From an optimization exercise on the open Yosys and OpenROAD flow, aimed at small area, a short achievable clock period and few clock cycles per item; shortcuts taken in it are not production practice. The RTL was checked by simulation tests, not by an equivalence proof against the original design. Power figures rest on the tool's default switching activity, not on a simulated workload.

==> flow/design.v <==
module bch_dec (
    input  wire        clk,
    input  wire        rst,
    input  wire        in_valid,
    output wire        in_ready,
    input  wire [63:0] in_data,
    output reg         out_valid,
    output wire        out_fail,       
    output wire [1:0]  out_nerr,       
    output wire [10:0] out_pos0,       
    output wire [10:0] out_pos1,
    output wire [10:0] out_pos2
);
    function [10:0] gf_mul(input [10:0] a, input [10:0] b);
        integer i;
        begin
            gf_mul = 11'd0;
            for (i = 10; i >= 0; i = i - 1) begin
                gf_mul = {gf_mul[9:0], 1'b0} ^ (gf_mul[10] ? 11'h005 : 11'h000);
                if (b[i]) gf_mul = gf_mul ^ a;
            end
        end
    endfunction
    function tr(input [10:0] x);    
        tr = x[0] ^ x[9];
    endfunction
    function [10:0] f_sq1(input [10:0] x);
        begin
            f_sq1[0] = x[0] ^ x[10];
            f_sq1[1] = x[6];
            f_sq1[2] = x[1] ^ x[10];
            f_sq1[3] = x[6] ^ x[7];
            f_sq1[4] = x[2];
            f_sq1[5] = x[7] ^ x[8];
            f_sq1[6] = x[3];
            f_sq1[7] = x[8] ^ x[9];
            f_sq1[8] = x[4];
            f_sq1[9] = x[9] ^ x[10];
            f_sq1[10] = x[5];
        end
    endfunction
    function [10:0] f_sq2(input [10:0] x);
        begin
            f_sq2[0] = x[0] ^ x[5] ^ x[10];
            f_sq2[1] = x[3];
            f_sq2[2] = x[5] ^ x[6];
            f_sq2[3] = x[3] ^ x[8] ^ x[9];
            f_sq2[4] = x[1] ^ x[10];
            f_sq2[5] = x[4] ^ x[8] ^ x[9];
            f_sq2[6] = x[6] ^ x[7];
            f_sq2[7] = x[4] ^ x[9] ^ x[10];
            f_sq2[8] = x[2];
            f_sq2[9] = x[5] ^ x[9] ^ x[10];
            f_sq2[10] = x[7] ^ x[8];
        end
    endfunction
    function [10:0] f_sq3(input [10:0] x);
        begin
            f_sq3[0] = x[0] ^ x[5] ^ x[7] ^ x[8] ^ x[10];
            f_sq3[1] = x[6] ^ x[7];
            f_sq3[2] = x[3] ^ x[7] ^ x[8];
            f_sq3[3] = x[4] ^ x[6] ^ x[7] ^ x[9] ^ x[10];
            f_sq3[4] = x[5] ^ x[6];
            f_sq3[5] = x[2] ^ x[4] ^ x[9] ^ x[10];
            f_sq3[6] = x[3] ^ x[8] ^ x[9];
            f_sq3[7] = x[2] ^ x[5] ^ x[9] ^ x[10];
            f_sq3[8] = x[1] ^ x[10];
            f_sq3[9] = x[5] ^ x[7] ^ x[8] ^ x[9] ^ x[10];
            f_sq3[10] = x[4] ^ x[8] ^ x[9];
        end
    endfunction
    function [10:0] f_sq5(input [10:0] x);
        begin
            f_sq5[0] = x[0] ^ x[2] ^ x[5] ^ x[7];
            f_sq5[1] = x[4] ^ x[6] ^ x[7] ^ x[9] ^ x[10];
            f_sq5[2] = x[2] ^ x[3] ^ x[4] ^ x[8] ^ x[10];
            f_sq5[3] = x[1] ^ x[4] ^ x[5] ^ x[6] ^ x[8] ^ x[10];
            f_sq5[4] = x[4] ^ x[6] ^ x[7] ^ x[8] ^ x[9];
            f_sq5[5] = x[1] ^ x[6] ^ x[7] ^ x[8] ^ x[9];
            f_sq5[6] = x[2] ^ x[3] ^ x[5] ^ x[8] ^ x[10];
            f_sq5[7] = x[4] ^ x[6] ^ x[7] ^ x[10];
            f_sq5[8] = x[3] ^ x[7] ^ x[8];
            f_sq5[9] = x[2] ^ x[5] ^ x[7] ^ x[9];
            f_sq5[10] = x[1] ^ x[2] ^ x[5] ^ x[9];
        end
    endfunction
    function [10:0] f_sq6(input [10:0] x);
        begin
            f_sq6[0] = x[0] ^ x[1] ^ x[7] ^ x[9];
            f_sq6[1] = x[2] ^ x[3] ^ x[5] ^ x[8] ^ x[10];
            f_sq6[2] = x[1] ^ x[2] ^ x[4] ^ x[5] ^ x[6] ^ x[7] ^ x[10];
            f_sq6[3] = x[2] ^ x[3] ^ x[4] ^ x[5] ^ x[6] ^ x[7] ^ x[8];
            f_sq6[4] = x[2] ^ x[3] ^ x[4] ^ x[8] ^ x[10];
            f_sq6[5] = x[3] ^ x[4] ^ x[6] ^ x[8] ^ x[10];
            f_sq6[6] = x[1] ^ x[4] ^ x[5] ^ x[6] ^ x[8] ^ x[10];
            f_sq6[7] = x[2] ^ x[3] ^ x[5] ^ x[8] ^ x[9];
            f_sq6[8] = x[4] ^ x[6] ^ x[7] ^ x[8] ^ x[9];
            f_sq6[9] = x[1] ^ x[7];
            f_sq6[10] = x[1] ^ x[6] ^ x[7] ^ x[8] ^ x[9];
        end
    endfunction
    function [10:0] f_sq9(input [10:0] x);
        begin
            f_sq9[0] = x[0] ^ x[2] ^ x[5] ^ x[6] ^ x[7] ^ x[10];
            f_sq9[1] = x[1] ^ x[2] ^ x[3] ^ x[4] ^ x[6] ^ x[9] ^ x[10];
            f_sq9[2] = x[8];
            f_sq9[3] = x[1];
            f_sq9[4] = x[1] ^ x[3] ^ x[5];
            f_sq9[5] = x[1] ^ x[3] ^ x[5] ^ x[7] ^ x[9];
            f_sq9[6] = x[1] ^ x[2] ^ x[3] ^ x[5] ^ x[7] ^ x[9];
            f_sq9[7] = x[1] ^ x[2] ^ x[3] ^ x[5] ^ x[6] ^ x[7] ^ x[9];
            f_sq9[8] = x[1] ^ x[2] ^ x[3] ^ x[5] ^ x[6] ^ x[7] ^ x[9] ^ x[10];
            f_sq9[9] = x[2] ^ x[5] ^ x[6] ^ x[7] ^ x[9] ^ x[10];
            f_sq9[10] = x[1] ^ x[2] ^ x[3] ^ x[6] ^ x[9] ^ x[10];
        end
    endfunction
    function [10:0] f_sqrt(input [10:0] x);
        begin
            f_sqrt[0] = x[0] ^ x[1] ^ x[3] ^ x[5] ^ x[7] ^ x[9];
            f_sqrt[1] = x[1] ^ x[2] ^ x[3] ^ x[5] ^ x[7] ^ x[9];
            f_sqrt[2] = x[4];
            f_sqrt[3] = x[6];
            f_sqrt[4] = x[8];
            f_sqrt[5] = x[10];
            f_sqrt[6] = x[1];
            f_sqrt[7] = x[1] ^ x[3];
            f_sqrt[8] = x[1] ^ x[3] ^ x[5];
            f_sqrt[9] = x[1] ^ x[3] ^ x[5] ^ x[7];
            f_sqrt[10] = x[1] ^ x[3] ^ x[5] ^ x[7] ^ x[9];
        end
    endfunction
    function [10:0] f_ht(input [10:0] x);
        begin
            f_ht[0] = x[5] ^ x[7] ^ x[9] ^ x[10];
            f_ht[1] = x[2] ^ x[3] ^ x[4] ^ x[5] ^ x[6] ^ x[8] ^ x[10];
            f_ht[2] = x[3] ^ x[4] ^ x[5] ^ x[6] ^ x[8] ^ x[9] ^ x[10];
            f_ht[3] = x[1] ^ x[2] ^ x[3] ^ x[4] ^ x[5] ^ x[8] ^ x[10];
            f_ht[4] = x[3] ^ x[5] ^ x[6] ^ x[8] ^ x[9] ^ x[10];
            f_ht[5] = x[9] ^ x[10];
            f_ht[6] = x[1] ^ x[2] ^ x[3] ^ x[4] ^ x[5] ^ x[6] ^ x[8] ^ x[10];
            f_ht[7] = x[3] ^ x[6];
            f_ht[8] = x[3] ^ x[5] ^ x[6] ^ x[9] ^ x[10];
            f_ht[9] = x[5] ^ x[7] ^ x[9] ^ x[10];
            f_ht[10] = x[9];
        end
    endfunction
    function [10:0] f_htsq(input [10:0] x);
        begin
            f_htsq[0] = x[5] ^ x[7] ^ x[10];
            f_htsq[1] = x[1] ^ x[2] ^ x[3] ^ x[4] ^ x[5] ^ x[6] ^ x[8] ^ x[10];
            f_htsq[2] = x[2] ^ x[3] ^ x[4] ^ x[5] ^ x[6] ^ x[8] ^ x[9] ^ x[10];
            f_htsq[3] = x[1] ^ x[2] ^ x[4] ^ x[5] ^ x[8] ^ x[10];
            f_htsq[4] = x[3] ^ x[4] ^ x[5] ^ x[6] ^ x[8] ^ x[9] ^ x[10];
            f_htsq[5] = x[5] ^ x[9] ^ x[10];
            f_htsq[6] = x[1] ^ x[2] ^ x[3] ^ x[4] ^ x[5] ^ x[8] ^ x[10];
            f_htsq[7] = x[3] ^ x[6] ^ x[7];
            f_htsq[8] = x[3] ^ x[5] ^ x[6] ^ x[8] ^ x[9] ^ x[10];
            f_htsq[9] = x[5] ^ x[7] ^ x[10];
            f_htsq[10] = x[9] ^ x[10];
        end
    endfunction
    function [4:0] f_t23(input [10:0] x);
        reg [22:0] m;
        begin
            m[0] = (x == 11'd1);
            m[1] = (x == 11'd167);
            m[2] = (x == 11'd174);
            m[3] = (x == 11'd281);
            m[4] = (x == 11'd319);
            m[5] = (x == 11'd322);
            m[6] = (x == 11'd378);
            m[7] = (x == 11'd418);
            m[8] = (x == 11'd481);
            m[9] = (x == 11'd552);
            m[10] = (x == 11'd637);
            m[11] = (x == 11'd1085);
            m[12] = (x == 11'd1148);
            m[13] = (x == 11'd1155);
            m[14] = (x == 11'd1164);
            m[15] = (x == 11'd1518);
            m[16] = (x == 11'd1525);
            m[17] = (x == 11'd1728);
            m[18] = (x == 11'd1747);
            m[19] = (x == 11'd1876);
            m[20] = (x == 11'd1887);
            m[21] = (x == 11'd1942);
            m[22] = (x == 11'd2011);
            f_t23[0] = m[2] | m[4] | m[6] | m[7] | m[8] | m[10] | m[11] | m[14] | m[15] | m[16] | m[22];
            f_t23[1] = m[5] | m[10] | m[12] | m[13] | m[14] | m[15] | m[16] | m[18] | m[19] | m[21] | m[22];
            f_t23[2] = m[2] | m[3] | m[4] | m[5] | m[7] | m[9] | m[10] | m[18] | m[20] | m[21] | m[22];
            f_t23[3] = m[3] | m[4] | m[5] | m[10] | m[11] | m[12] | m[15] | m[17];
            f_t23[4] = m[1] | m[6] | m[7] | m[14] | m[18] | m[19] | m[20];
        end
    endfunction
    function [11:0] f_t89(input [10:1] x);
        reg [88:0] m;
        begin
            m[0] = (x == 10'd0);
            m[1] = (x == 10'd16);
            m[2] = (x == 10'd17);
            m[3] = (x == 10'd56);
            m[4] = (x == 10'd59);
            m[5] = (x == 10'd78);
            m[6] = (x == 10'd81);
            m[7] = (x == 10'd89);
            m[8] = (x == 10'd96);
            m[9] = (x == 10'd103);
            m[10] = (x == 10'd110);
            m[11] = (x == 10'd116);
            m[12] = (x == 10'd125);
            m[13] = (x == 10'd144);
            m[14] = (x == 10'd166);
            m[15] = (x == 10'd185);
            m[16] = (x == 10'd188);
            m[17] = (x == 10'd195);
            m[18] = (x == 10'd199);
            m[19] = (x == 10'd207);
            m[20] = (x == 10'd212);
            m[21] = (x == 10'd233);
            m[22] = (x == 10'd238);
            m[23] = (x == 10'd243);
            m[24] = (x == 10'd252);
            m[25] = (x == 10'd258);
            m[26] = (x == 10'd266);
            m[27] = (x == 10'd304);
            m[28] = (x == 10'd307);
            m[29] = (x == 10'd321);
            m[30] = (x == 10'd328);
            m[31] = (x == 10'd342);
            m[32] = (x == 10'd368);
            m[33] = (x == 10'd388);
            m[34] = (x == 10'd411);
            m[35] = (x == 10'd412);
            m[36] = (x == 10'd441);
            m[37] = (x == 10'd456);
            m[38] = (x == 10'd468);
            m[39] = (x == 10'd504);
            m[40] = (x == 10'd506);
            m[41] = (x == 10'd512);
            m[42] = (x == 10'd514);
            m[43] = (x == 10'd534);
            m[44] = (x == 10'd535);
            m[45] = (x == 10'd561);
            m[46] = (x == 10'd568);
            m[47] = (x == 10'd587);
            m[48] = (x == 10'd592);
            m[49] = (x == 10'd596);
            m[50] = (x == 10'd612);
            m[51] = (x == 10'd618);
            m[52] = (x == 10'd623);
            m[53] = (x == 10'd645);
            m[54] = (x == 10'd654);
            m[55] = (x == 10'd655);
            m[56] = (x == 10'd662);
            m[57] = (x == 10'd666);
            m[58] = (x == 10'd691);
            m[59] = (x == 10'd727);
            m[60] = (x == 10'd731);
            m[61] = (x == 10'd737);
            m[62] = (x == 10'd755);
            m[63] = (x == 10'd756);
            m[64] = (x == 10'd757);
            m[65] = (x == 10'd773);
            m[66] = (x == 10'd790);
            m[67] = (x == 10'd804);
            m[68] = (x == 10'd808);
            m[69] = (x == 10'd810);
            m[70] = (x == 10'd822);
            m[71] = (x == 10'd837);
            m[72] = (x == 10'd841);
            m[73] = (x == 10'd847);
            m[74] = (x == 10'd849);
            m[75] = (x == 10'd861);
            m[76] = (x == 10'd865);
            m[77] = (x == 10'd867);
            m[78] = (x == 10'd876);
            m[79] = (x == 10'd890);
            m[80] = (x == 10'd892);
            m[81] = (x == 10'd897);
            m[82] = (x == 10'd903);
            m[83] = (x == 10'd905);
            m[84] = (x == 10'd919);
            m[85] = (x == 10'd922);
            m[86] = (x == 10'd944);
            m[87] = (x == 10'd972);
            m[88] = (x == 10'd986);
            f_t89[0] = m[1] | m[3] | m[5] | m[7] | m[8] | m[9] | m[10] | m[11] | m[13] | m[14] | m[18] | m[21] | m[22] | m[25] | m[26] | m[28] | m[29] | m[30] | m[31] | m[32] | m[33] | m[34] | m[38] | m[41] | m[43] | m[46] | m[49] | m[52] | m[56] | m[57] | m[62] | m[64] | m[68] | m[69] | m[71] | m[73] | m[74] | m[77] | m[80] | m[81] | m[82] | m[84] | m[86] | m[87];
            f_t89[1] = m[2] | m[4] | m[5] | m[8] | m[9] | m[12] | m[13] | m[15] | m[16] | m[17] | m[19] | m[22] | m[24] | m[26] | m[27] | m[28] | m[29] | m[32] | m[33] | m[34] | m[36] | m[37] | m[43] | m[44] | m[45] | m[48] | m[52] | m[53] | m[57] | m[64] | m[67] | m[68] | m[70] | m[71] | m[72] | m[76] | m[77] | m[79] | m[81] | m[84] | m[85] | m[86] | m[87] | m[88];
            f_t89[2] = m[1] | m[2] | m[4] | m[6] | m[7] | m[8] | m[11] | m[13] | m[14] | m[16] | m[18] | m[20] | m[21] | m[26] | m[27] | m[28] | m[29] | m[31] | m[34] | m[36] | m[37] | m[42] | m[43] | m[44] | m[46] | m[48] | m[54] | m[55] | m[58] | m[59] | m[60] | m[61] | m[65] | m[66] | m[69] | m[73] | m[74] | m[76] | m[77] | m[81] | m[85] | m[86] | m[87] | m[88];
            f_t89[3] = m[2] | m[3] | m[5] | m[6] | m[8] | m[9] | m[11] | m[12] | m[17] | m[18] | m[19] | m[21] | m[22] | m[24] | m[25] | m[26] | m[29] | m[30] | m[32] | m[37] | m[38] | m[39] | m[40] | m[42] | m[43] | m[44] | m[45] | m[46] | m[48] | m[50] | m[51] | m[52] | m[54] | m[55] | m[62] | m[66] | m[74] | m[75] | m[78] | m[85] | m[87];
            f_t89[4] = m[1] | m[2] | m[4] | m[5] | m[7] | m[16] | m[17] | m[21] | m[22] | m[23] | m[26] | m[28] | m[30] | m[34] | m[36] | m[37] | m[38] | m[39] | m[40] | m[41] | m[42] | m[43] | m[45] | m[51] | m[53] | m[56] | m[58] | m[61] | m[63] | m[64] | m[65] | m[66] | m[67] | m[71] | m[72] | m[73] | m[74] | m[80] | m[81] | m[83] | m[84];
            f_t89[5] = m[3] | m[7] | m[16] | m[17] | m[18] | m[20] | m[22] | m[24] | m[28] | m[30] | m[33] | m[37] | m[42] | m[43] | m[47] | m[49] | m[51] | m[52] | m[55] | m[65] | m[67] | m[69] | m[71] | m[74] | m[75] | m[76] | m[79] | m[80] | m[83] | m[85] | m[86] | m[87];
            f_t89[6] = m[1] | m[6] | m[19] | m[25] | m[27] | m[29] | m[31] | m[32] | m[35] | m[36] | m[39] | m[41] | m[44] | m[46] | m[50] | m[53] | m[60] | m[61] | m[63] | m[68] | m[70] | m[77] | m[81] | m[82] | m[84];
            f_t89[7] = m[2] | m[3] | m[6] | m[7] | m[10] | m[11] | m[13] | m[15] | m[16] | m[17] | m[20] | m[21] | m[22] | m[24] | m[26] | m[27] | m[32] | m[33] | m[35] | m[38] | m[39] | m[40] | m[41] | m[42] | m[46] | m[48] | m[52] | m[53] | m[54] | m[58] | m[64] | m[65] | m[69] | m[70] | m[72] | m[77] | m[78] | m[81] | m[82] | m[83] | m[84] | m[87] | m[88];
            f_t89[8] = m[1] | m[5] | m[8] | m[10] | m[11] | m[14] | m[15] | m[17] | m[19] | m[20] | m[22] | m[23] | m[25] | m[27] | m[33] | m[36] | m[37] | m[38] | m[40] | m[41] | m[42] | m[43] | m[45] | m[48] | m[50] | m[53] | m[54] | m[56] | m[57] | m[59] | m[61] | m[66] | m[67] | m[69] | m[71] | m[74] | m[75] | m[76] | m[77] | m[80] | m[83] | m[84] | m[86] | m[87];
            f_t89[9] = m[2] | m[5] | m[6] | m[7] | m[9] | m[10] | m[12] | m[13] | m[14] | m[15] | m[16] | m[19] | m[21] | m[25] | m[26] | m[27] | m[28] | m[29] | m[30] | m[32] | m[38] | m[40] | m[44] | m[45] | m[46] | m[47] | m[49] | m[50] | m[51] | m[57] | m[59] | m[62] | m[63] | m[65] | m[66] | m[67] | m[71] | m[77] | m[78] | m[79] | m[80] | m[83] | m[87] | m[88];
            f_t89[10] = m[1] | m[2] | m[4] | m[5] | m[6] | m[7] | m[10] | m[11] | m[12] | m[13] | m[18] | m[20] | m[22] | m[23] | m[24] | m[25] | m[27] | m[29] | m[37] | m[39] | m[40] | m[49] | m[51] | m[53] | m[59] | m[60] | m[64] | m[67] | m[82] | m[86] | m[87];
            f_t89[11] = m[3] | m[8] | m[17] | m[21] | m[28] | m[32] | m[33] | m[35] | m[41] | m[44] | m[45] | m[47] | m[50] | m[54] | m[55] | m[57] | m[61] | m[62] | m[65] | m[68] | m[72] | m[73] | m[74] | m[76] | m[80] | m[81] | m[88];
        end
    endfunction
    reg  [4:0]  widx;                  
    reg         in_rdy;
    reg  [63:0] in_r;                  
    reg         take_r, last_r;
    reg  [10:0] acc1, acc3, acc5;
    reg         b_busy;
    reg  [4:0]  b_cnt;                 
    wire [16:0] b_st = 17'd1 << b_cnt;
    assign in_ready = in_rdy;
    wire take = in_valid && in_rdy;
    wire [96:0] syn_in = {acc5, acc3, acc1, in_r};
    wire [32:0] syn_out;
    wire syn_x97 = syn_in[55] ^ syn_in[56];
    wire syn_x98 = syn_in[52] ^ syn_in[60];
    wire syn_x99 = syn_in[47] ^ syn_in[51];
    wire syn_x100 = syn_in[28] ^ syn_in[39];
    wire syn_x101 = syn_in[27] ^ syn_in[38];
    wire syn_x102 = syn_in[13] ^ syn_in[61];
    wire syn_x103 = syn_in[43] ^ syn_in[45];
    wire syn_x104 = syn_in[57] ^ syn_in[58];
    wire syn_x105 = syn_in[26] ^ syn_in[44];
    wire syn_x106 = syn_in[23] ^ syn_in[59];
    wire syn_x107 = syn_in[29] ^ syn_in[40];
    wire syn_x108 = syn_in[15] ^ syn_in[33];
    wire syn_x109 = syn_in[46] ^ syn_in[50];
    wire syn_x110 = syn_in[37] ^ syn_in[53];
    wire syn_x111 = syn_in[31] ^ syn_in[54];
    wire syn_x112 = syn_in[16] ^ syn_in[34];
    wire syn_x113 = syn_in[30] ^ syn_in[41];
    wire syn_x114 = syn_in[36] ^ syn_in[42];
    wire syn_x115 = syn_in[25] ^ syn_in[48];
    wire syn_x116 = syn_in[17] ^ syn_in[35];
    wire syn_x117 = syn_in[95] ^ syn_in[96];
    wire syn_x118 = syn_in[22] ^ syn_x97;
    wire syn_x119 = syn_in[14] ^ syn_in[62];
    wire syn_x120 = syn_in[20] ^ syn_in[24];
    wire syn_x121 = syn_in[63] ^ syn_x101;
    wire syn_x122 = syn_x98 ^ syn_x100;
    wire syn_x123 = syn_in[93] ^ syn_in[94];
    wire syn_x124 = syn_x99 ^ syn_x106;
    wire syn_x125 = syn_in[65] ^ syn_in[74];
    wire syn_x126 = syn_in[91] ^ syn_x117;
    wire syn_x127 = syn_in[32] ^ syn_x115;
    wire syn_x128 = syn_x102 ^ syn_x104;
    wire syn_x129 = syn_in[49] ^ syn_x103;
    wire syn_x130 = syn_in[19] ^ syn_in[63];
    wire syn_x131 = syn_in[59] ^ syn_x108;
    wire syn_x132 = syn_in[12] ^ syn_in[56];
    wire syn_x133 = syn_in[87] ^ syn_in[92];
    wire syn_x134 = syn_in[21] ^ syn_in[34];
    wire syn_x135 = syn_in[69] ^ syn_in[73];
    wire syn_x136 = syn_in[11] ^ syn_in[33];
    wire syn_x137 = syn_in[76] ^ syn_x109;
    wire syn_x138 = syn_in[68] ^ syn_in[72];
    wire syn_x139 = syn_in[66] ^ syn_in[70];
    wire syn_x140 = syn_in[18] ^ syn_in[62];
    wire syn_x141 = syn_in[27] ^ syn_x112;
    wire syn_x142 = syn_in[52] ^ syn_x105;
    wire syn_x143 = syn_in[10] ^ syn_x111;
    wire syn_x144 = syn_in[12] ^ syn_in[90];
    wire syn_x145 = syn_in[25] ^ syn_x99;
    wire syn_x146 = syn_in[89] ^ syn_x123;
    wire syn_x147 = syn_in[79] ^ syn_in[82];
    wire syn_x148 = syn_x107 ^ syn_x126;
    wire syn_x149 = syn_in[6] ^ syn_x119;
    wire syn_x150 = syn_in[80] ^ syn_in[83];
    wire syn_x151 = syn_in[61] ^ syn_x110;
    wire syn_x152 = syn_in[67] ^ syn_in[71];
    wire syn_x153 = syn_in[48] ^ syn_x113;
    wire syn_x154 = syn_in[4] ^ syn_in[60];
    wire syn_x155 = syn_in[51] ^ syn_x131;
    wire syn_x156 = syn_in[35] ^ syn_x147;
    wire syn_x157 = syn_in[21] ^ syn_in[31];
    wire syn_x158 = syn_in[38] ^ syn_x136;
    wire syn_x159 = syn_in[45] ^ syn_in[81];
    wire syn_x160 = syn_in[86] ^ syn_x133;
    wire syn_x161 = syn_in[5] ^ syn_x106;
    wire syn_x162 = syn_in[75] ^ syn_in[84];
    wire syn_x163 = syn_in[88] ^ syn_x105;
    wire syn_x164 = syn_in[3] ^ syn_x104;
    wire syn_x165 = syn_in[10] ^ syn_in[32];
    wire syn_x166 = syn_in[8] ^ syn_x97;
    wire syn_x167 = syn_in[7] ^ syn_x140;
    wire syn_x168 = syn_x132 ^ syn_x134;
    wire syn_x169 = syn_x125 ^ syn_x135;
    wire syn_x170 = syn_in[77] ^ syn_x150;
    wire syn_x171 = syn_in[8] ^ syn_x118;
    wire syn_x172 = syn_in[11] ^ syn_x121;
    wire syn_x173 = syn_in[49] ^ syn_x152;
    wire syn_x174 = syn_in[23] ^ syn_in[36];
    wire syn_x175 = syn_in[31] ^ syn_in[35];
    wire syn_x176 = syn_in[18] ^ syn_x122;
    wire syn_x177 = syn_in[15] ^ syn_x103;
    wire syn_x178 = syn_in[57] ^ syn_x120;
    wire syn_x179 = syn_in[44] ^ syn_in[47];
    wire syn_x180 = syn_in[7] ^ syn_in[26];
    wire syn_x181 = syn_in[24] ^ syn_x145;
    wire syn_x182 = syn_in[85] ^ syn_x129;
    wire syn_x183 = syn_in[36] ^ syn_x98;
    wire syn_x184 = syn_in[39] ^ syn_x139;
    wire syn_x185 = syn_in[50] ^ syn_x138;
    wire syn_x186 = syn_x109 ^ syn_x128;
    wire syn_x187 = syn_x116 ^ syn_x172;
    wire syn_x188 = syn_in[78] ^ syn_x137;
    wire syn_x189 = syn_x143 ^ syn_x180;
    wire syn_x190 = syn_in[37] ^ syn_x127;
    wire syn_x191 = syn_x114 ^ syn_x124;
    wire syn_x192 = syn_in[20] ^ syn_x113;
    wire syn_x193 = syn_in[9] ^ syn_in[40];
    wire syn_x194 = syn_in[58] ^ syn_x118;
    wire syn_x195 = syn_in[41] ^ syn_in[54];
    wire syn_x196 = syn_x111 ^ syn_x114;
    wire syn_x197 = syn_in[42] ^ syn_x157;
    wire syn_x198 = syn_in[47] ^ syn_x164;
    wire syn_x199 = syn_x108 ^ syn_x181;
    wire syn_x200 = syn_in[79] ^ syn_x132;
    wire syn_x201 = syn_x158 ^ syn_x194;
    wire syn_x202 = syn_in[73] ^ syn_x130;
    wire syn_x203 = syn_in[19] ^ syn_in[60];
    wire syn_x204 = syn_in[82] ^ syn_x107;
    wire syn_x205 = syn_in[7] ^ syn_x133;
    wire syn_x206 = syn_in[53] ^ syn_x141;
    wire syn_x207 = syn_in[25] ^ syn_x107;
    wire syn_x208 = syn_in[2] ^ syn_x178;
    wire syn_x209 = syn_x110 ^ syn_x182;
    wire syn_x210 = syn_in[55] ^ syn_x187;
    wire syn_x211 = syn_x101 ^ syn_x165;
    wire syn_x212 = syn_in[43] ^ syn_x207;
    wire syn_x213 = syn_x120 ^ syn_x177;
    wire syn_x214 = syn_in[59] ^ syn_x186;
    wire syn_x215 = syn_in[28] ^ syn_x102;
    wire syn_x216 = syn_in[51] ^ syn_x161;
    wire syn_x217 = syn_in[52] ^ syn_in[84];
    wire syn_x218 = syn_in[49] ^ syn_x131;
    wire syn_x219 = syn_in[50] ^ syn_in[91];
    wire syn_x220 = syn_x117 ^ syn_x163;
    wire syn_x221 = syn_x153 ^ syn_x197;
    wire syn_x222 = syn_x173 ^ syn_x175;
    wire syn_x223 = syn_x146 ^ syn_x220;
    wire syn_x224 = syn_in[32] ^ syn_in[94];
    wire syn_x225 = syn_in[55] ^ syn_x195;
    wire syn_x226 = syn_in[9] ^ syn_in[30];
    wire syn_x227 = syn_x193 ^ syn_x196;
    wire syn_x228 = syn_in[44] ^ syn_x156;
    wire syn_x229 = syn_in[86] ^ syn_x148;
    wire syn_x230 = syn_in[22] ^ syn_x162;
    wire syn_x231 = syn_x206 ^ syn_x214;
    wire syn_x232 = syn_in[70] ^ syn_x112;
    wire syn_x233 = syn_in[11] ^ syn_in[29];
    wire syn_x234 = syn_in[71] ^ syn_x116;
    wire syn_x235 = syn_in[0] ^ syn_x201;
    wire syn_x236 = syn_x136 ^ syn_x166;
    wire syn_x237 = syn_x123 ^ syn_x160;
    wire syn_x238 = syn_x151 ^ syn_x234;
    wire syn_x239 = syn_in[42] ^ syn_in[64];
    wire syn_x240 = syn_x102 ^ syn_x190;
    wire syn_x241 = syn_in[13] ^ syn_x104;
    wire syn_x242 = syn_x168 ^ syn_x184;
    wire syn_x243 = syn_in[49] ^ syn_x159;
    wire syn_x244 = syn_x149 ^ syn_x226;
    wire syn_x245 = syn_in[43] ^ syn_in[46];
    wire syn_x246 = syn_in[77] ^ syn_x105;
    wire syn_x247 = syn_x115 ^ syn_x204;
    wire syn_x248 = syn_in[45] ^ syn_x122;
    wire syn_x249 = syn_in[16] ^ syn_x215;
    wire syn_x250 = syn_in[88] ^ syn_x141;
    wire syn_x251 = syn_in[53] ^ syn_x121;
    wire syn_x252 = syn_in[30] ^ syn_x223;
    wire syn_x253 = syn_in[1] ^ syn_x103;
    wire syn_x254 = syn_x176 ^ syn_x200;
    wire syn_x255 = syn_x125 ^ syn_x242;
    wire syn_x256 = syn_in[14] ^ syn_x171;
    wire syn_x257 = syn_in[14] ^ syn_x185;
    wire syn_x258 = syn_in[17] ^ syn_x233;
    wire syn_x259 = syn_x119 ^ syn_x191;
    wire syn_x260 = syn_x112 ^ syn_x144;
    wire syn_x261 = syn_in[19] ^ syn_x110;
    wire syn_x262 = syn_x183 ^ syn_x232;
    wire syn_x263 = syn_x192 ^ syn_x218;
    wire syn_x264 = syn_x155 ^ syn_x241;
    assign syn_out[0] = syn_in[20] ^ syn_in[66] ^ syn_x107 ^ syn_x169 ^ syn_x179 ^ syn_x235 ^ syn_x239;
    assign syn_out[1] = syn_in[57] ^ syn_in[67] ^ syn_x106 ^ syn_x153 ^ syn_x253 ^ syn_x255;
    assign syn_out[2] = syn_in[13] ^ syn_in[29] ^ syn_in[46] ^ syn_in[47] ^ syn_in[60] ^ syn_in[64] ^ syn_in[68] ^ syn_x97 ^ syn_x158 ^ syn_x169 ^ syn_x208 ^ syn_x222;
    assign syn_out[3] = syn_in[30] ^ syn_in[36] ^ syn_in[61] ^ syn_in[69] ^ syn_x127 ^ syn_x198 ^ syn_x255 ^ syn_x257;
    assign syn_out[4] = syn_in[4] ^ syn_in[22] ^ syn_in[26] ^ syn_in[37] ^ syn_in[40] ^ syn_in[48] ^ syn_in[62] ^ syn_x135 ^ syn_x139 ^ syn_x222 ^ syn_x264;
    assign syn_out[5] = syn_in[32] ^ syn_in[41] ^ syn_in[58] ^ syn_in[74] ^ syn_x121 ^ syn_x161 ^ syn_x173 ^ syn_x257 ^ syn_x262;
    assign syn_out[6] = syn_in[6] ^ syn_in[24] ^ syn_in[60] ^ syn_x100 ^ syn_x135 ^ syn_x155 ^ syn_x185 ^ syn_x238 ^ syn_x239;
    assign syn_out[7] = syn_in[38] ^ syn_in[51] ^ syn_in[54] ^ syn_in[61] ^ syn_in[72] ^ syn_x167 ^ syn_x169 ^ syn_x212 ^ syn_x262;
    assign syn_out[8] = syn_in[8] ^ syn_in[55] ^ syn_in[62] ^ syn_in[74] ^ syn_x113 ^ syn_x142 ^ syn_x184 ^ syn_x202 ^ syn_x238;
    assign syn_out[9] = syn_in[20] ^ syn_in[45] ^ syn_in[56] ^ syn_in[64] ^ syn_in[72] ^ syn_in[74] ^ syn_x140 ^ syn_x152 ^ syn_x227 ^ syn_x251;
    assign syn_out[10] = syn_in[21] ^ syn_in[37] ^ syn_in[57] ^ syn_in[64] ^ syn_in[65] ^ syn_x100 ^ syn_x138 ^ syn_x165 ^ syn_x202 ^ syn_x225 ^ syn_x245;
    assign syn_out[11] = syn_in[48] ^ syn_in[54] ^ syn_in[83] ^ syn_in[85] ^ syn_x100 ^ syn_x109 ^ syn_x142 ^ syn_x156 ^ syn_x159 ^ syn_x235 ^ syn_x259;
    assign syn_out[12] = syn_in[4] ^ syn_in[15] ^ syn_in[52] ^ syn_x100 ^ syn_x130 ^ syn_x150 ^ syn_x189 ^ syn_x230 ^ syn_x231 ^ syn_x247;
    assign syn_out[13] = syn_in[39] ^ syn_in[53] ^ syn_in[76] ^ syn_x127 ^ syn_x129 ^ syn_x130 ^ syn_x191 ^ syn_x192 ^ syn_x217 ^ syn_x228 ^ syn_x236;
    assign syn_out[14] = syn_in[1] ^ syn_in[12] ^ syn_in[19] ^ syn_in[37] ^ syn_in[50] ^ syn_in[75] ^ syn_x154 ^ syn_x170 ^ syn_x174 ^ syn_x181 ^ syn_x182 ^ syn_x189 ^ syn_x194 ^ syn_x249;
    assign syn_out[15] = syn_in[5] ^ syn_in[16] ^ syn_in[81] ^ syn_x124 ^ syn_x188 ^ syn_x203 ^ syn_x210 ^ syn_x212 ^ syn_x230;
    assign syn_out[16] = syn_in[33] ^ syn_in[48] ^ syn_in[75] ^ syn_x98 ^ syn_x137 ^ syn_x147 ^ syn_x168 ^ syn_x178 ^ syn_x209 ^ syn_x227 ^ syn_x246;
    assign syn_out[17] = syn_x101 ^ syn_x119 ^ syn_x142 ^ syn_x166 ^ syn_x170 ^ syn_x188 ^ syn_x208 ^ syn_x216 ^ syn_x240 ^ syn_x258;
    assign syn_out[18] = syn_in[6] ^ syn_in[17] ^ syn_in[61] ^ syn_in[78] ^ syn_in[81] ^ syn_x99 ^ syn_x120 ^ syn_x153 ^ syn_x162 ^ syn_x174 ^ syn_x246 ^ syn_x254;
    assign syn_out[19] = syn_in[22] ^ syn_in[80] ^ syn_x128 ^ syn_x134 ^ syn_x145 ^ syn_x188 ^ syn_x209 ^ syn_x211 ^ syn_x225 ^ syn_x228;
    assign syn_out[20] = syn_in[21] ^ syn_in[26] ^ syn_x164 ^ syn_x170 ^ syn_x199 ^ syn_x243 ^ syn_x244 ^ syn_x251 ^ syn_x254;
    assign syn_out[21] = syn_in[24] ^ syn_in[27] ^ syn_in[57] ^ syn_in[78] ^ syn_in[80] ^ syn_x102 ^ syn_x167 ^ syn_x197 ^ syn_x217 ^ syn_x243 ^ syn_x247 ^ syn_x261;
    assign syn_out[22] = syn_in[0] ^ syn_in[90] ^ syn_x148 ^ syn_x154 ^ syn_x221 ^ syn_x224 ^ syn_x231 ^ syn_x236;
    assign syn_out[23] = syn_in[56] ^ syn_in[92] ^ syn_x98 ^ syn_x116 ^ syn_x124 ^ syn_x128 ^ syn_x213 ^ syn_x229 ^ syn_x244 ^ syn_x261;
    assign syn_out[24] = syn_in[21] ^ syn_in[28] ^ syn_in[95] ^ syn_x118 ^ syn_x129 ^ syn_x144 ^ syn_x154 ^ syn_x167 ^ syn_x187 ^ syn_x195 ^ syn_x219 ^ syn_x237 ^ syn_x264;
    assign syn_out[25] = syn_in[5] ^ syn_x99 ^ syn_x148 ^ syn_x149 ^ syn_x163 ^ syn_x183 ^ syn_x211 ^ syn_x237 ^ syn_x245 ^ syn_x249 ^ syn_x263;
    assign syn_out[26] = syn_in[3] ^ syn_in[39] ^ syn_in[43] ^ syn_x116 ^ syn_x134 ^ syn_x196 ^ syn_x199 ^ syn_x205 ^ syn_x252 ^ syn_x256;
    assign syn_out[27] = syn_in[22] ^ syn_in[24] ^ syn_in[46] ^ syn_x101 ^ syn_x143 ^ syn_x151 ^ syn_x203 ^ syn_x252 ^ syn_x253 ^ syn_x259 ^ syn_x260;
    assign syn_out[28] = syn_in[89] ^ syn_x97 ^ syn_x144 ^ syn_x189 ^ syn_x198 ^ syn_x224 ^ syn_x229 ^ syn_x248 ^ syn_x263;
    assign syn_out[29] = syn_in[29] ^ syn_in[44] ^ syn_x114 ^ syn_x126 ^ syn_x130 ^ syn_x160 ^ syn_x176 ^ syn_x186 ^ syn_x216 ^ syn_x256 ^ syn_x260;
    assign syn_out[30] = syn_in[63] ^ syn_in[93] ^ syn_in[96] ^ syn_x108 ^ syn_x149 ^ syn_x151 ^ syn_x179 ^ syn_x205 ^ syn_x219 ^ syn_x221 ^ syn_x248 ^ syn_x250 ^ syn_x258;
    assign syn_out[31] = syn_in[4] ^ syn_in[18] ^ syn_in[57] ^ syn_in[92] ^ syn_x142 ^ syn_x146 ^ syn_x171 ^ syn_x174 ^ syn_x175 ^ syn_x177 ^ syn_x190 ^ syn_x193 ^ syn_x250;
    assign syn_out[32] = syn_in[2] ^ syn_in[23] ^ syn_in[46] ^ syn_in[62] ^ syn_in[90] ^ syn_in[95] ^ syn_x111 ^ syn_x122 ^ syn_x146 ^ syn_x179 ^ syn_x210 ^ syn_x213 ^ syn_x240;
    wire       b_load = take_r && last_r;
    wire       b_pass;                 
    wire [4:0] widx_n = take ? ((widx == 5'd19) ? 5'd0 : widx + 5'd1) : widx;
    wire       b_busy_n = b_load || (b_busy && !b_pass);
    always @(posedge clk) begin
        in_r   <= in_data & {{16{1'b1}}, {48{widx != 5'd19}}};
        last_r <= (widx == 5'd19);
        if (rst) begin
            take_r <= 1'b0;
            widx   <= 5'd0;
            in_rdy <= 1'b1;
            acc1   <= 11'd0;
            acc3   <= 11'd0;
            acc5   <= 11'd0;
        end else begin
            widx   <= widx_n;
            take_r <= take;
            in_rdy <= (widx_n != 5'd19) || !b_busy_n;
            if (take_r) begin
                acc1 <= last_r ? 11'd0 : syn_out[10:0];
                acc3 <= last_r ? 11'd0 : syn_out[21:11];
                acc5 <= last_r ? 11'd0 : syn_out[32:22];
            end
        end
    end
    reg [10:0] b_s1, b_s3, b_s5, b_r1, b_d, b_x, b_a;
    wire [10:0] b_t = b_s3;            
    reg        b_allz, b_case2, b_dz, b_trk;
    wire       c_busy;
    wire [4:0] d_cnt;
    assign     b_pass = b_busy && b_st[16] && !c_busy && (d_cnt >= 5'd6);
    wire [4:0]  b_cn = b_load ? 5'd0 : b_st[16] ? b_cnt : b_cnt + 5'd1;
    wire [16:0] b_nx = 17'd1 << b_cn;
    wire b_c2 = b_case2, b_c3 = !b_case2;
    reg [7:0] b_sa;                    
    reg [8:0] b_sb;                    
    always @(posedge clk) begin
        b_sa <= {b_nx[12] | (b_nx[13] & b_c3) | b_nx[14],
                 b_nx[7] | b_nx[10] | (b_nx[11] & b_c3) | b_nx[15],
                 b_nx[8], b_nx[6], b_nx[4] | (b_nx[11] & b_c2),
                 b_nx[2], b_nx[1], b_nx[0] | b_nx[3] | (b_nx[13] & b_c2)};
        b_sb <= {b_nx[14], b_nx[12], b_nx[10], b_nx[8] | b_nx[11] | (b_nx[13] & b_c3),
                 b_nx[7], b_nx[6] | (b_nx[13] & b_c2), b_nx[3] | b_nx[4] | b_nx[15],
                 b_nx[2], b_nx[0] | b_nx[1]};
    end
    wire [10:0] b_ma =
        ({11{b_sa[0]}} & b_s1) |
        ({11{b_sa[1]}} & b_r1) |
        ({11{b_sa[2]}} & b_s3) |
        ({11{b_sa[3]}} & b_d) |
        ({11{b_sa[4]}} & f_sq1(b_x)) |
        ({11{b_sa[5]}} & b_x) |
        ({11{b_sa[6]}} & b_a) |
        ({11{b_sa[7]}} & b_t);
    wire [10:0] b_mb =
        ({11{b_sb[0]}} & f_sq1(b_s1)) |
        ({11{b_sb[1]}} & b_d) |
        ({11{b_sb[2]}} & b_s5) |
        ({11{b_sb[3]}} & b_x) |
        ({11{b_sb[4]}} & f_sq2(b_a)) |
        ({11{b_sb[5]}} & f_sq1(b_a)) |
        ({11{b_sb[6]}} & b_t) |
        ({11{b_sb[7]}} & f_sq2(b_d)) |
        ({11{b_sb[8]}} & f_sq2(b_s5));
    wire [10:0] b_m = gf_mul(b_ma, b_mb);
    always @(posedge clk) begin
        if (rst) begin
            b_busy <= 1'b0;
        end else if (b_load) begin
            b_busy <= 1'b1;
        end else if (b_pass) begin
            b_busy <= 1'b0;
        end
        if (rst) begin
            b_cnt <= 5'd16;
        end else begin
            b_cnt <= b_cn;
        end
        if (b_load) begin
            b_s1 <= syn_out[10:0];
            b_s3 <= syn_out[21:11];
            b_s5 <= syn_out[32:22];
        end
        if (b_st[0])  begin b_r1 <= b_m; b_allz <= (b_s1 == 11'd0) && (b_s3 == 11'd0) && (b_s5 == 11'd0); end
        if (b_st[1])  begin b_s5 <= b_m ^ b_s5; b_d <= b_r1 ^ b_s3; end
        if (b_st[2] | b_st[11] | (b_st[13] & b_c3)) b_s3 <= b_m;
        if (b_st[9])  b_s3 <= f_sq5(b_a);
        if (b_st[3] | b_st[14]) b_x <= b_m;
        if (b_st[3])  b_dz <= (b_d == 11'd0);
        if (b_st[4])  b_case2 <= (b_x == b_t);
        if (b_st[4] | b_st[6] | b_st[7] | b_st[8] | b_st[10]) b_a <= b_m;
        if (b_st[5])  b_x <= b_case2 ? b_r1 : b_a;
        if (b_st[12] & b_c3) b_r1 <= b_m;
        if (b_st[12] & b_c2) b_x  <= f_ht(b_t);
        if (b_st[12]) b_trk <= tr(b_t);
        if (b_st[13]) b_r1 <= b_dz ? b_s1 : b_c2 ? b_m : b_r1;
        if (b_st[15]) b_d <= b_m;
    end
    reg        c_bsy;
    reg [3:0]  c_cnt;                  
    wire [12:0] c_st = 13'd1 << c_cnt;
    reg [10:0] c_s1, c_c, c_ic, c_sp, c_za, c_zb;
    reg [1:0]  c_n;
    reg        c_fail, c_ok;
    wire       d_busy;
    assign     c_busy = c_bsy;
    wire       c_pass = c_bsy && c_st[12] && !d_busy;
    wire       c_k3 = (c_n == 2'd3);
    wire       b_k3 = !b_allz && !b_dz && !b_case2;
    wire [3:0]  c_cn = b_pass ? 4'd0 : c_st[12] ? c_cnt : c_cnt + 4'd1;
    wire [12:0] c_nx = 13'd1 << c_cn;
    reg c_up, c_dn;                    
    reg [2:0] c_sa;
    reg [3:0] c_sb;
    always @(posedge clk) begin
        c_up <= c_nx[0] | c_nx[1] | c_nx[4];
        c_dn <= c_nx[2] | c_nx[3] | c_nx[5] | c_nx[6];
        c_sa <= {c_nx[10] | c_nx[11], c_nx[7],
                 c_nx[0] | c_nx[1] | c_nx[2] | c_nx[3] | c_nx[4] | c_nx[5] | c_nx[6] | c_nx[9]};
        c_sb <= {c_nx[10], c_nx[9], c_nx[7],
                 c_nx[0] | c_nx[1] | c_nx[2] | c_nx[3] | c_nx[4] | c_nx[5] | c_nx[6] | c_nx[11]};
    end
    wire [10:0] c_ma =
        ({11{c_sa[0]}} & c_za) |
        ({11{c_sa[1]}} & c_ic) |
        ({11{c_sa[2]}} & c_sp);
    wire [10:0] c_mb =
        ({11{c_sb[0]}} & c_zb) |
        ({11{c_sb[1]}} & (f_sq1(c_za) ^ 11'd1)) |
        ({11{c_sb[2]}} & c_c) |
        ({11{c_sb[3]}} & c_za);
    wire [10:0] c_m = gf_mul(c_ma, c_mb);
    always @(posedge clk) begin
        if (rst) begin
            c_bsy <= 1'b0;
        end else if (b_pass) begin
            c_bsy <= 1'b1;
        end else if (c_pass) begin
            c_bsy <= 1'b0;
        end
        if (rst) begin
            c_cnt <= 4'd12;
        end else begin
            c_cnt <= c_cn;
        end
        if (b_pass) begin
            c_s1   <= b_s1;
            c_n    <= b_allz ? 2'd0 : b_dz ? 2'd1 : b_case2 ? 2'd2 : 2'd3;
            c_fail <= !b_allz && (b_dz ? !(b_s5 == 11'd0 && b_s1 != 11'd0) :
                                  b_case2 ? b_trk : (b_s5 == 11'd0 || !tr(b_x)));
            c_c  <= b_r1;
            c_ic <= b_k3 ? b_x : b_r1 ^ b_s1;
            c_za <= b_r1;
            c_zb <= f_sq1(b_r1);
            c_sp <= b_d;
        end
        if (c_up) begin c_za <= c_m ^ c_c; c_zb <= f_sq1(c_zb); end
        if (c_dn) begin c_za <= f_sq1(c_za); c_zb <= c_m ^ c_c; end
        if (c_st[7]) begin c_zb <= c_m; c_ok <= (c_zb == f_sq2(c_za)); end
        if (c_st[8] & c_k3)  c_c  <= f_htsq(c_zb);
        if (c_st[9])  c_zb <= c_m;
        if (c_st[10] & c_k3) c_c  <= c_m ^ c_s1;
        if (c_st[11] & c_k3) begin c_ic <= c_m ^ c_s1; c_s1 <= c_m ^ c_c; end
    end
    reg        d_bsy;
    reg [4:0]  d_cn_r;                 
    assign     d_cnt = d_cn_r;
    wire [14:0] d_st = 15'd1 << d_cnt;
    reg [10:0] d_x64, d_e5, d_e69;
    wire [10:0] d_e534 = d_e5;         
    reg [1:0]  d_n;
    reg        d_fail;
    reg [4:0]  d_k;
    reg [6:0]  d_b;
    reg [10:0] d_q0, d_q1, d_q2;
    assign     d_busy = d_bsy;
    wire [4:0]  d_cn = c_pass ? 5'd0 : (d_cnt == 5'd15) ? d_cnt : d_cnt + 5'd1;
    wire [14:0] d_nx = 15'd1 << d_cn;
    reg d_g0, d_g1, d_g2, d_p1, d_p2;  
    wire d_p0 = d_g0 | d_g1 | d_g2;
    always @(posedge clk) begin
        d_g0 <= d_nx[0];
        d_g1 <= d_nx[3];
        d_g2 <= d_nx[6];
        d_p1 <= d_nx[1] | d_nx[4] | d_nx[7];
        d_p2 <= d_nx[2] | d_nx[5] | d_nx[8];
    end
    wire [10:0] d_x  = ({11{d_g0}} & c_c) | ({11{d_g1}} & c_ic) | ({11{d_g2}} & c_s1);
    wire [10:0] d_ma = ({11{d_p0}} & d_x) | ({11{d_p1 | d_p2}} & d_e5);
    wire [10:0] d_mb = ({11{d_p0}} & f_sq2(d_x)) | ({11{d_p1}} & d_x64) |
                       ({11{d_p2}} & f_sq9(d_e69));
    wire [10:0] d_m = gf_mul(d_ma, d_mb);
    wire d_tab = d_st[3] | d_st[6] | d_st[9];
    wire d_key_st = d_st[4] | d_st[7] | d_st[10];
    wire [11:0] d_t89 = f_t89(d_e69[10:1]);    
    wire [5:0]  d_kd  = {1'b0, f_t23(d_e534)} - {1'b0, d_t89[11:7]};
    wire [4:0]  d_kn  = d_kd[5] ? d_kd[4:0] + 5'd23 : d_kd[4:0];
    wire [11:0] d_kk  = 12'd1279 - {7'd0, d_k} * 12'd89;
    wire [11:0] d_pos = d_kk - {5'd0, d_b};
    wire        d_ok  = !d_pos[11] && (d_pos[10:0] <= 11'd1231);
    wire        d_use = d_st[4] ? (d_n != 2'd0) : d_st[7] ? d_n[1] : (d_n == 2'd3);
    wire [10:0] d_key = (d_use && d_ok) ? d_pos[10:0] : 11'h7ff;
    wire        d_sw01 = d_q1 < d_q0;
    wire        d_sw12 = d_q2 < d_q1;
    always @(posedge clk) begin
        if (rst) begin
            d_bsy     <= 1'b0;
            out_valid <= 1'b0;
        end else begin
            if (c_pass) d_bsy <= 1'b1;
            else if (d_st[14]) d_bsy <= 1'b0;
            out_valid <= d_bsy && d_st[14];
        end
        if (rst) begin
            d_cn_r <= 5'd15;
        end else begin
            d_cn_r <= d_cn;
        end
        if (c_pass) begin
            d_n    <= c_n;
            d_fail <= c_fail || (c_k3 && !c_ok);
        end else if (d_key_st && d_use && !d_ok) begin
            d_fail <= 1'b1;
        end
        if (d_p0) begin d_e5 <= d_m; d_x64 <= f_sq6(d_x); end
        if (d_p1) d_e69 <= d_m;
        if (d_p2) d_e5 <= d_m;
        if (d_tab) begin d_b <= d_t89[6:0]; d_k <= d_kn; end
        if (d_key_st) begin d_q2 <= d_key; d_q1 <= d_q2; d_q0 <= d_q1; end
        if ((d_st[11] | d_st[13]) && d_sw01) begin d_q0 <= d_q1; d_q1 <= d_q0; end
        if (d_st[12] && d_sw12) begin d_q1 <= d_q2; d_q2 <= d_q1; end
        if (d_st[14]) begin
            if (d_fail || d_n == 2'd0) d_q0 <= 11'd0;
            if (d_fail || !d_n[1])     d_q1 <= 11'd0;
            if (d_fail || d_n != 2'd3) d_q2 <= 11'd0;
            if (d_fail)                d_n  <= 2'd0;
        end
    end
    assign out_fail = d_fail;
    assign out_nerr = d_n;
    assign out_pos0 = d_q0;
    assign out_pos1 = d_q1;
    assign out_pos2 = d_q2;
endmodule
==> flow/run.sh <==
#!/bin/bash
# synth_recipe.tcl (not shown) runs the flow's synth.tcl, then flattens the netlist and writes it again
# the make line also repeats each setting of config.mk as NAME=value (left out here)
make -C /OpenROAD-flow-scripts/flow DESIGN_CONFIG=/design/flow/config.mk WORK_HOME=/design/flow/orfs CLKGATE_MAP_FILE= SYNTH_SCRIPT=/design/flow/synth_recipe.tcl finish
==> flow/config.mk <==
export PLATFORM = sky130hd
export DESIGN_NAME = bch_dec
export DESIGN_NICKNAME = bch_dec
export VERILOG_FILES = /design/flow/design.v
export SDC_FILE = /design/flow/constraint.sdc
export NUM_CORES = 4
export LEC_CHECK = 0
export CAP_MARGIN = 20
export CORE_MARGIN = 2
export CORE_UTILIZATION = 60
export CTS_BUF_LIST = sky130_fd_sc_hd__clkbuf_4 sky130_fd_sc_hd__clkbuf_8
export SLEW_MARGIN = 20
==> flow/constraint.sdc <==
create_clock -name core_clock -period 10.0 [get_ports {clk}]
set_input_delay 2.0000 -clock core_clock [delete_from_list [all_inputs] [get_ports {clk}]]
set_output_delay 2.0000 -clock core_clock [all_outputs]
set_load 0.01 [all_outputs]
==> results of run 1 <==
==> placed cells by master (no fill, tap or decap), drive strengths merged, types with 12 or more instances in the layout <==
| cell type | n |
|---|---|
| a22oi | 76 |
| clkinv | 12 |
| o22ai | 15 |
| a211oi | 12 |
| nor4 | 27 |
| xor2 | 247 |
| dfxtp | 187 |
| a222oi | 47 |
| xnor2 | 835 |
| o211ai | 19 |
| clkbuf | 98 |
| a221oi | 24 |
| nor3 | 65 |
| a21oi | 105 |
| mux2i | 45 |
| buf | 58 |
| o221ai | 20 |
| nand3 | 68 |
| o21a | 12 |
| inv | 109 |
| and2 | 24 |
| ha | 92 |
| edfxtp | 197 |
| o21ai | 134 |
| nor2b | 82 |
| clkdlybuf4s50 | 103 |
| a21boi | 16 |
| nor2 | 556 |
| nand2b | 24 |
| nand2 | 216 |
| and3 | 30 |
| or3 | 16 |
| a21o | 26 |
| nand4 | 24 |
| or2 | 14 |
| a31oi | 25 |
==> worst max-delay path by stage <==
stage,from,endpoint
after CTS,d_k[1]$_DFFE_PP_,d_q2[2]$_DFF_P_
after detailed placement,d_k[1]$_DFFE_PP_,d_q2[2]$_DFF_P_
final,d_k[1]$_DFFE_PP_,d_q2[2]$_DFF_P_
after floorplan,d_k[1]$_DFFE_PP_,d_q2[0]$_DFF_P_
after global placement,d_k[1]$_DFFE_PP_,d_q2[1]$_DFF_P_
after global routing,d_k[1]$_DFFE_PP_,d_q2[2]$_DFF_P_
==> cell type report <==
cell class | instances | area [um^2]
diodes | 2 | 5.00
clock buffers | 98 | 1200
clock inverters | 20 | 225
fillers | 4285 | 18500
inverters | 105 | 394
multi-input cells | 3045 | 21500
flip-flops and latches | 384 | 9660
well taps | 696 | 871
repair buffers | 161 | 1460
==> routing by layer <==
layer | global-route usage, % | share of wire (%) | up-vias
met5 | 0 | 0 | -
met4 | 22.9 | 6.6 | 0
met3 | 8.22 | 12 | 542
met2 | 63.7 | 45 | 2156
met1 | 49.4 | 36 | 13843
li1 | - | - | 12873
==> kinds of logic (layout without fill, tap and decap cells) <==
group | Yosys count | in the layout | synth area share (%)
buffers and inverters | 388 | 384 | 4.73
other | 0 | 2 | 0
adder cells (fa/ha/maj) | 99 | 99 | 3.95
flip-flops | 384 | 384 | 29.5
multiplexers | 55 | 55 | 1.72
XOR/XNOR | 1101 | 1101 | 30.8
AO/OA/AOI/OAI | 611 | 611 | 12.9
AND/OR/NAND/NOR | 1179 | 1179 | 16.4
==> power breakdown <==
part	leakage, nW	internal (mW)	switching (mW)
logic	8.50	3.33	4.71
registers	3.33	2.30	0.444
clock network	0.757	0.864	0.718
total	12.6	6.49	5.87
==> critical path: stages, from the launching register on <==
cell                       delay (ns)
sky130_fd_sc_hd__edfxtp_1        0.48
sky130_fd_sc_hd__ha_1            0.32
sky130_fd_sc_hd__inv_1           0.05
sky130_fd_sc_hd__fa_1            0.53
sky130_fd_sc_hd__inv_1           0.05
sky130_fd_sc_hd__ha_1            0.26
sky130_fd_sc_hd__inv_1           0.04
sky130_fd_sc_hd__ha_1            0.27
sky130_fd_sc_hd__ha_1            0.30
sky130_fd_sc_hd__a21oi_1         0.30
sky130_fd_sc_hd__o21bai_1        0.10
sky130_fd_sc_hd__a21oi_1         0.22
sky130_fd_sc_hd__o21bai_1        0.11
sky130_fd_sc_hd__a21oi_1         0.24
sky130_fd_sc_hd__xnor2_1         0.13
sky130_fd_sc_hd__a311oi_1        0.33
sky130_fd_sc_hd__o211ai_1        0.35
sky130_fd_sc_hd__o221a_2         0.36
sky130_fd_sc_hd__o21a_1          0.17
==> reports/results.env, run 1 <==
MIN_SETUP_SLACK_POST_ROUTE_NS=5.29
DP.FINAL_HPWL_UM=85100
NUMBER_OF_NETS_IN_THE_LAYOUT=3929
TRITONCTS.NUM_BUFFERS=66
CRIT-REG2REG-LAUNCH='d_k[1]$_DFFE_PP_'
WHS_NS=0.483
MAX_FREQ_GHz=0.213
RELSLEWSLACK_PCT=16.8
PEAKVDDDROP_V=0.000387
TIGHTESTPINTRANSITION_NS=1.25
TIMING.HOLD.WORST_ENDPOINT='c_bsy$_SDFFE_PP0P_'
WORST-R2R-CELL-COUNT=18
HOLD_DEPTH=2
REGISTERS.TOP_BY_FF_COUNT='in_r'
SYNTH.NET_COUNT=3983
HEIGHT_OF_THE_DIE_UM=237
SYNTH-WARNING-COUNT=1
HTREEDEPTH=3
FLOORPLAN.CORE_AREA_UM2=53800
SYNTH.CELL_AREA_UM2=32700
WORSTPATHREQUIRED_NS=10.60
INITIAL_CELL_DENSITY_OF_THE_CORE_PCT=60.8
DRIVE_GT1_SHARE_PCT=6.11
FINAL_AREA_UM2=35300
GRT_PASS1_WL_UM=173000
RSZ0062_AT_GRT='false'
NETLIST.TOP_CELL.BY_AREA='sky130_fd_sc_hd__xnor2_1'
CLK_LATENCY_NS=0.71
CTS_SETUP_BUFFERS=0
DRT_FIRST_PASS_ITERS=11
START_KIND='register'
SYNTH.TOP_CELLS.BY_AREA='sky130_fd_sc_hd__xnor2_1 22%, sky130_fd_sc_hd__edfxtp_1 18%, sky130_fd_sc_hd__dfxtp_1 11%'
NUMBER_OF_FLIP_FLOPS_IN_THE_LARGEST_REGISTER=64
REPORT.FINAL.SETUP_VIOL=0
CRIT_ARRIVAL_NS=5.31
PLACEMENT.SETUP.WORST_SLACK_NS=5.33
MAXCAPVIOLCOUNT=0
MAPPED_CELLS=3817
PLACEMENT_ROWS=85
GRT.TOTAL_USAGE_PCT=39.6
CTS_ROOT_BUFFER='sky130_fd_sc_hd__clkbuf_8'
DRT_FIRST_ITER_VIOLATIONS=4225
SEQ_CELLS_POST_SYNTH=384
CTS_REPAIR_RESIZE_COUNT=0
FINAL_COUNT_OF_PINS_VIOLATING_MAX_SLEW=0
TIMING.REG2REG.SETUP_SLACK_NS=5.29
REG2REG_TO='d_q2[2]$_DFF_P_'
FINALHOLDVIOLCOUNT=0
CLOCK-SINKS=384
HOLDBUFCOUNTCTS=0
SETUP_TNS_NS=0
STATUS='no timing/DRC/antenna violations'
PLACE.DETAILED.INSTANCES=4390
PORT-BUFFER-COUNT=104
TOTALWIRELENGTH_UM=114000
VIAS_PER_CELL=6.52
ANTENNA_VIOLATIONS_BEFORE_REPAIR=2
MIN-DELAY-PATH-CLASS='register to register'
SYNTH_CELL_TYPES=83
WORST_CLOCK_SKEW_NS=0.0632
SYNTH_SEQUENTIAL_AREA_RATIO_PCT=29.5
POST_SYNTH_MOST_FREQUENT_CELLS='818 x sky130_fd_sc_hd__xnor2_1, 554 x sky130_fd_sc_hd__nor2_1, 245 x sky130_fd_sc_hd__xor2_1'
CLK_TRANSITION_REPORTED_PATHS_NS=0.07
CHIPWIDTH_UM=237
SYNTHMOSTINSTANTIATEDCELL='sky130_fd_sc_hd__xnor2_1'
WL_PER_CELL_UM=25.3
GLOBALROUTEOVERFLOWTOTAL=0
PERIOD_SHARE_PCT=47.1
CTS_TREE='built'
POST-ROUTE-DRC-COUNT=0
IOS=105
PWR_DENSITY_CELL_nW_PER_UM2=350
MIN_PERIOD_NS=4.71
ENDPOINT_KIND='register'
POSTPLACECELLAREA_UM2=33900
PIN_COUNT_OF_THE_BIGGEST_NET_ENTERING_GLOBAL_ROUTING=58
CTS_BUFFER_DEPTH=3
CRITPATHMAXFANOUT=10
CRITPATHKIND='register to register'
PLACE_CONGESTION=1.02
YOSYS_MOST_USED_DFF='sky130_fd_sc_hd__edfxtp_1'
INSTANCES_NO_FILL=4511
DETAILROUTE.VIA_COUNT=29414
SYN_AREA_PER_CELL_UM2=8.57
ANTENNA_LEFT=0
FINALPOWER_mW=12.4
POSTSYNTH.ASYNCRESETSHARE_PCT=0
P_LEAK_nW=12.6
MIN_FROM='c_bsy$_SDFFE_PP0P_'
AREA_GROWTH_SYN_TO_LAYOUT_PCT=8.09
DIE_AREA_UM2=56400
GRT_PASS1_VIAS=28865
FINAL_UTIL_PCT=65.7
NUMBER_OF_ENABLE_TYPE_REGISTER_CELLS_IN_THE_SYNTHESIZED_NETLIST=197
POST-SYNTH-TOP-AREA-FRACTION_PCT=21.9
Testbench counts, summed over its fixed seeds: cycles 9,976, rows 480.
==> inputs of run 2 (changes only) <==
--- a/flow/config.mk
+++ b/flow/config.mk
@@ -9,4 +9,4 @@
 export CORE_MARGIN = 2
 export CORE_UTILIZATION = 60
-export CTS_BUF_LIST = sky130_fd_sc_hd__clkbuf_4 sky130_fd_sc_hd__clkbuf_8
+export CTS_BUF_LIST = sky130_fd_sc_hd__clkbuf_8
 export SLEW_MARGIN = 20
==> run 2 against run 1 <==
Still clean. Wire length decreased by 0.31%. Hold slack lost 0.0027 ns. Sequential share of layout area rose by 0.067 points. Design area shrank 0.24%. Register-to-register slack about the same. Largest power group unchanged. Highest routed layer unchanged.
==> reports/results.env, run 2 <==
WHS_NS=0.480  # -0.00271 ns
CRIT_ARRIVAL_NS=5.29  # -0.02 ns
GLOBALROUTEOVERFLOWTOTAL=0  # unchanged
MAPPED_CELLS=3817  # unchanged
CRITPATHKIND='register to register'
NETLIST.TOP_CELL.BY_AREA='sky130_fd_sc_hd__xnor2_1'
NUMBER_OF_FLIP_FLOPS_IN_THE_LARGEST_REGISTER=64  # unchanged
LAYOUT_COMMON_CELLS='817 x sky130_fd_sc_hd__xnor2_1, 552 x sky130_fd_sc_hd__nor2_1, 245 x sky130_fd_sc_hd__xor2_1, 215 x sky130_fd_sc_hd__nand2_1, 197 x sky130_fd_sc_hd__edfxtp_1'
STATUS='no timing/DRC/antenna violations'
PLACE.DETAILED.INSTANCES=4390  # unchanged
POSTSYNTH.ASYNCRESETSHARE_PCT=0  # unchanged
TIGHTESTPINTRANSITION_NS=1.20  # -0.0412 ns
POST-SYNTH-TOP-AREA-FRACTION_PCT=21.9  # unchanged
PLACEMENT_ROWS=85  # unchanged
CLK_TRANSITION_REPORTED_PATHS_NS=0.07  # about the same
SYNTH_CELL_TYPES=83  # unchanged
MIN-DELAY-PATH-CLASS='register to register'
CTS_TREE='built'
ORDERED_CELL_LIST_FOR_THE_CRITICAL_PATH='ha_1, inv_1, fa_1, inv_1, fa_1, inv_1, ha_1, ha_1, inv_1, o21bai_1, a21oi_1, o21bai_1, a21oi_1, o21ai_0, xor2_1, o211ai_1, o221a_2, o21a_1'
CRITPATHMAXFANOUT=10  # unchanged
GRT_PASS1_WL_UM=172000  # -0.18%
SETUP_TNS_NS=0  # unchanged
MIN_PERIOD_NS=4.69  # -0.0133 ns
CLK_LATENCY_NS=0.70  # about the same
DRIVE_GT1_SHARE_PCT=5.51  # -0.60 points
WORST_CLOCK_SKEW_NS=0.0640  # +0.000843 ns
PWR_DENSITY_CELL_nW_PER_UM2=347  # -0.69%
NUMBER_OF_NETS_IN_THE_LAYOUT=3929  # unchanged
CRITPATHLAUNCH='d_k[1]$_DFFE_PP_'
VIAS_PER_CELL=6.52  # about the same
CHIPWIDTH_UM=237  # unchanged
PEAKVDDDROP_V=0.000387  # +0.12%
GRT.TOTAL_USAGE_PCT=39.5  # -0.046 points
SYNTH.NET_COUNT=3983  # unchanged
MOST_COMMON_CELL_AFTER_LAYOUT_FILL_AND_TAPS_ASIDE='sky130_fd_sc_hd__xnor2_1'
FINALHOLDVIOLCOUNT=0  # unchanged
CTS_BUFFER_DEPTH=3  # unchanged
PLACEMENT.SETUP.WORST_SLACK_NS=5.33  # unchanged
IOS=105  # unchanged
HEIGHT_OF_THE_DIE_UM=237  # unchanged
CRITICAL_PATH.SLOWEST_CELL='sky130_fd_sc_hd__fa_1'
MAX_FREQ_GHz=0.213  # +0.28%
PIN_COUNT_OF_THE_BIGGEST_NET_ENTERING_GLOBAL_ROUTING=58  # unchanged
P_LEAK_nW=12.6  # +0.13%
MIN_FROM='c_bsy$_SDFFE_PP0P_'
POST-ROUTE-DRC-COUNT=0  # unchanged
GRT_PASS1_VIAS=28890  # +0.087%
MAXCAPVIOLCOUNT=0  # unchanged
PLACE_CONGESTION=1.02  # unchanged
WL_PER_CELL_UM=25.2  # -0.31%
NUMBER_OF_ENABLE_TYPE_REGISTER_CELLS_IN_THE_SYNTHESIZED_NETLIST=197  # unchanged
CRIT_CELLS=18  # unchanged
PORT-BUFFER-COUNT=104  # unchanged
TRITONCTS.NUM_BUFFERS=66  # unchanged
CTS_SETUP_BUFFERS=0  # unchanged
START_KIND='register'
AREA_GROWTH_SYN_TO_LAYOUT_PCT=7.83
WORST-R2R-CELL-COUNT=18  # unchanged
CPLARGESTDELAYFAMILY='adder cells'
SYNTH.CELL_AREA_UM2=32700  # unchanged
DETAILROUTE.VIA_COUNT=29407  # -0.024%
CRIT-REG2REG-LAUNCH='d_k[1]$_DFFE_PP_'
ANTENNA_VIOLATIONS_BEFORE_REPAIR=2  # unchanged
FLOORPLAN.CORE_AREA_UM2=53800  # unchanged
CLOCK-SINKS=384  # unchanged
DRT_FIRST_PASS_ITERS=10  # -1
ANTENNA_LEFT=0  # unchanged
SYNTHMOSTINSTANTIATEDCELL='sky130_fd_sc_hd__xnor2_1'
CRITICAL_PATH.MOST_COMMON_CELL='sky130_fd_sc_hd__inv_1'
TIMING.CRITICAL_PATH.BUF_INV=4  # +1
SYN_AREA_PER_CELL_UM2=8.57  # unchanged
HOLD_DEPTH=2  # unchanged
YOSYS_MOST_USED_DFF='sky130_fd_sc_hd__edfxtp_1'
RSZ0062_AT_GRT='false'
CTS_ROOT_BUFFER='sky130_fd_sc_hd__clkbuf_8'
INITIAL_CELL_DENSITY_OF_THE_CORE_PCT=60.8  # unchanged
CTS_REPAIR_RESIZE_COUNT=0  # unchanged
DRT_FIRST_ITER_VIOLATIONS=4364  # +3.3%
ENDPOINT_KIND='register'
DIE_AREA_UM2=56400  # unchanged
INSTANCES_NO_FILL=4511  # unchanged
HOLDBUFCOUNTCTS=0  # unchanged
FINAL_COUNT_OF_PINS_VIOLATING_MAX_SLEW=0  # unchanged
REPORT.FINAL.SETUP_VIOL=0  # unchanged
PERIOD_SHARE_PCT=46.9  # -0.13 points
WORST_PATH_LARGEST_CELL_DELAY_NS=0.51  # -0.02 ns
POST_SYNTH_MOST_FREQUENT_CELLS='818 x sky130_fd_sc_hd__xnor2_1, 554 x sky130_fd_sc_hd__nor2_1, 245 x sky130_fd_sc_hd__xor2_1'
WORSTPATHREQUIRED_NS=10.60  # about the same
HTREEDEPTH=3  # unchanged
RELSLEWSLACK_PCT=19.1  # +2.3 points
SYNTH-WARNING-COUNT=1  # unchanged
SEQ_CELLS_POST_SYNTH=384  # unchanged
FINAL_UTIL_PCT=65.5  # -0.16 points
REGISTERS.TOP_BY_FF_COUNT='in_r'
SYNTH.TOP_CELLS.BY_AREA='sky130_fd_sc_hd__xnor2_1 22%, sky130_fd_sc_hd__edfxtp_1 18%, sky130_fd_sc_hd__dfxtp_1 11%'
TOTALWIRELENGTH_UM=114000  # -0.31%
MIN_SETUP_SLACK_POST_ROUTE_NS=5.31  # +0.0133 ns
DP.FINAL_HPWL_UM=85100  # unchanged
SYNTH_SEQUENTIAL_AREA_RATIO_PCT=29.5  # unchanged
run 2: changes by cell type in the layout (fill, tap and decap cells not counted), sizes merged:
cell,previous run,this run
clkbuf,98,75
inv,109,132
run 2: kinds of logic (layout without fill, tap and decap cells):
kind of cell	after synthesis	count (layout)	synth area share, %
buffers and inverters	388	384	4.73
DFF	384	384	29.5
xor gates and xnor gates	1101	1101	30.8
muxes	55	55	1.72
adders and majority gates	99	99	3.95
other	0	2	0
AOI/OAI and AO/OA	611	611	12.9
and+or+nand+nor	1179	1179	16.4
run 2: worst paths after layout:
check	endpoint	slack, ns
max	d_q2[2]$_DFF_P_	5.31
min	c_bsy$_SDFFE_PP0P_	0.48
max reg2reg	d_q2[2]$_DFF_P_	5.31
min reg2reg	c_bsy$_SDFFE_PP0P_	0.48
run 2: power by group:
group / internal, mW / total (mW) / leakage (nW) / switching (mW)
Clock: 0.778 / 1.49 / 0.774 / 0.713
Combinational: 3.33 / 8.02 / 8.50 / 4.69
Sequential: 2.30 / 2.74 / 3.33 / 0.441
Total: 6.41 / 12.3 / 12.6 / 5.84
run 2: layout make-up:
| type | instances | area [um^2] |
|---|---|---|
| diodes | 2 | 5.00 |
| clock buffers | 75 | 1030 |
| well taps | 696 | 871 |
| inverters | 105 | 394 |
| flip-flops and latches | 384 | 9660 |
| repair buffers | 161 | 1460 |
| multi-input cells | 3045 | 21500 |
| fillers | 4294 | 18600 |
| clock inverters | 43 | 312 |
run 2: worst min-delay path, delay by kind of cell, from the launching register on:
| kind | cells | cell delay (ns) |
|---|---|---|
| AO/OA/AOI/OAI | 1 | 0.05 |
| flip-flops | 1 | 0.32 |
| AND/OR/NAND/NOR | 1 | 0.06 |
run 2: layer usage:
layer	share of wire [%]	global-route usage (%)	wire (um)	up-vias
met5	0	0	0	-
met1	37	49.1	41700	13804
met2	45	63.7	51700	2161
met4	6.7	23.1	7620	0
met3	11	8.36	12700	552
li1	-	-	-	12890
run 2: metrics by stage:
step | instance area [um^2] | total power [mW]
3_5_place_dp | 33900 | 10.5
2_1_floorplan | 32700 | 8.46
4_1_cts | 35200 | 12.1
5_1_grt | 35300 | 12.9
3_3_place_gp | 33900 | 10.3
6_report | 35300 | 12.3
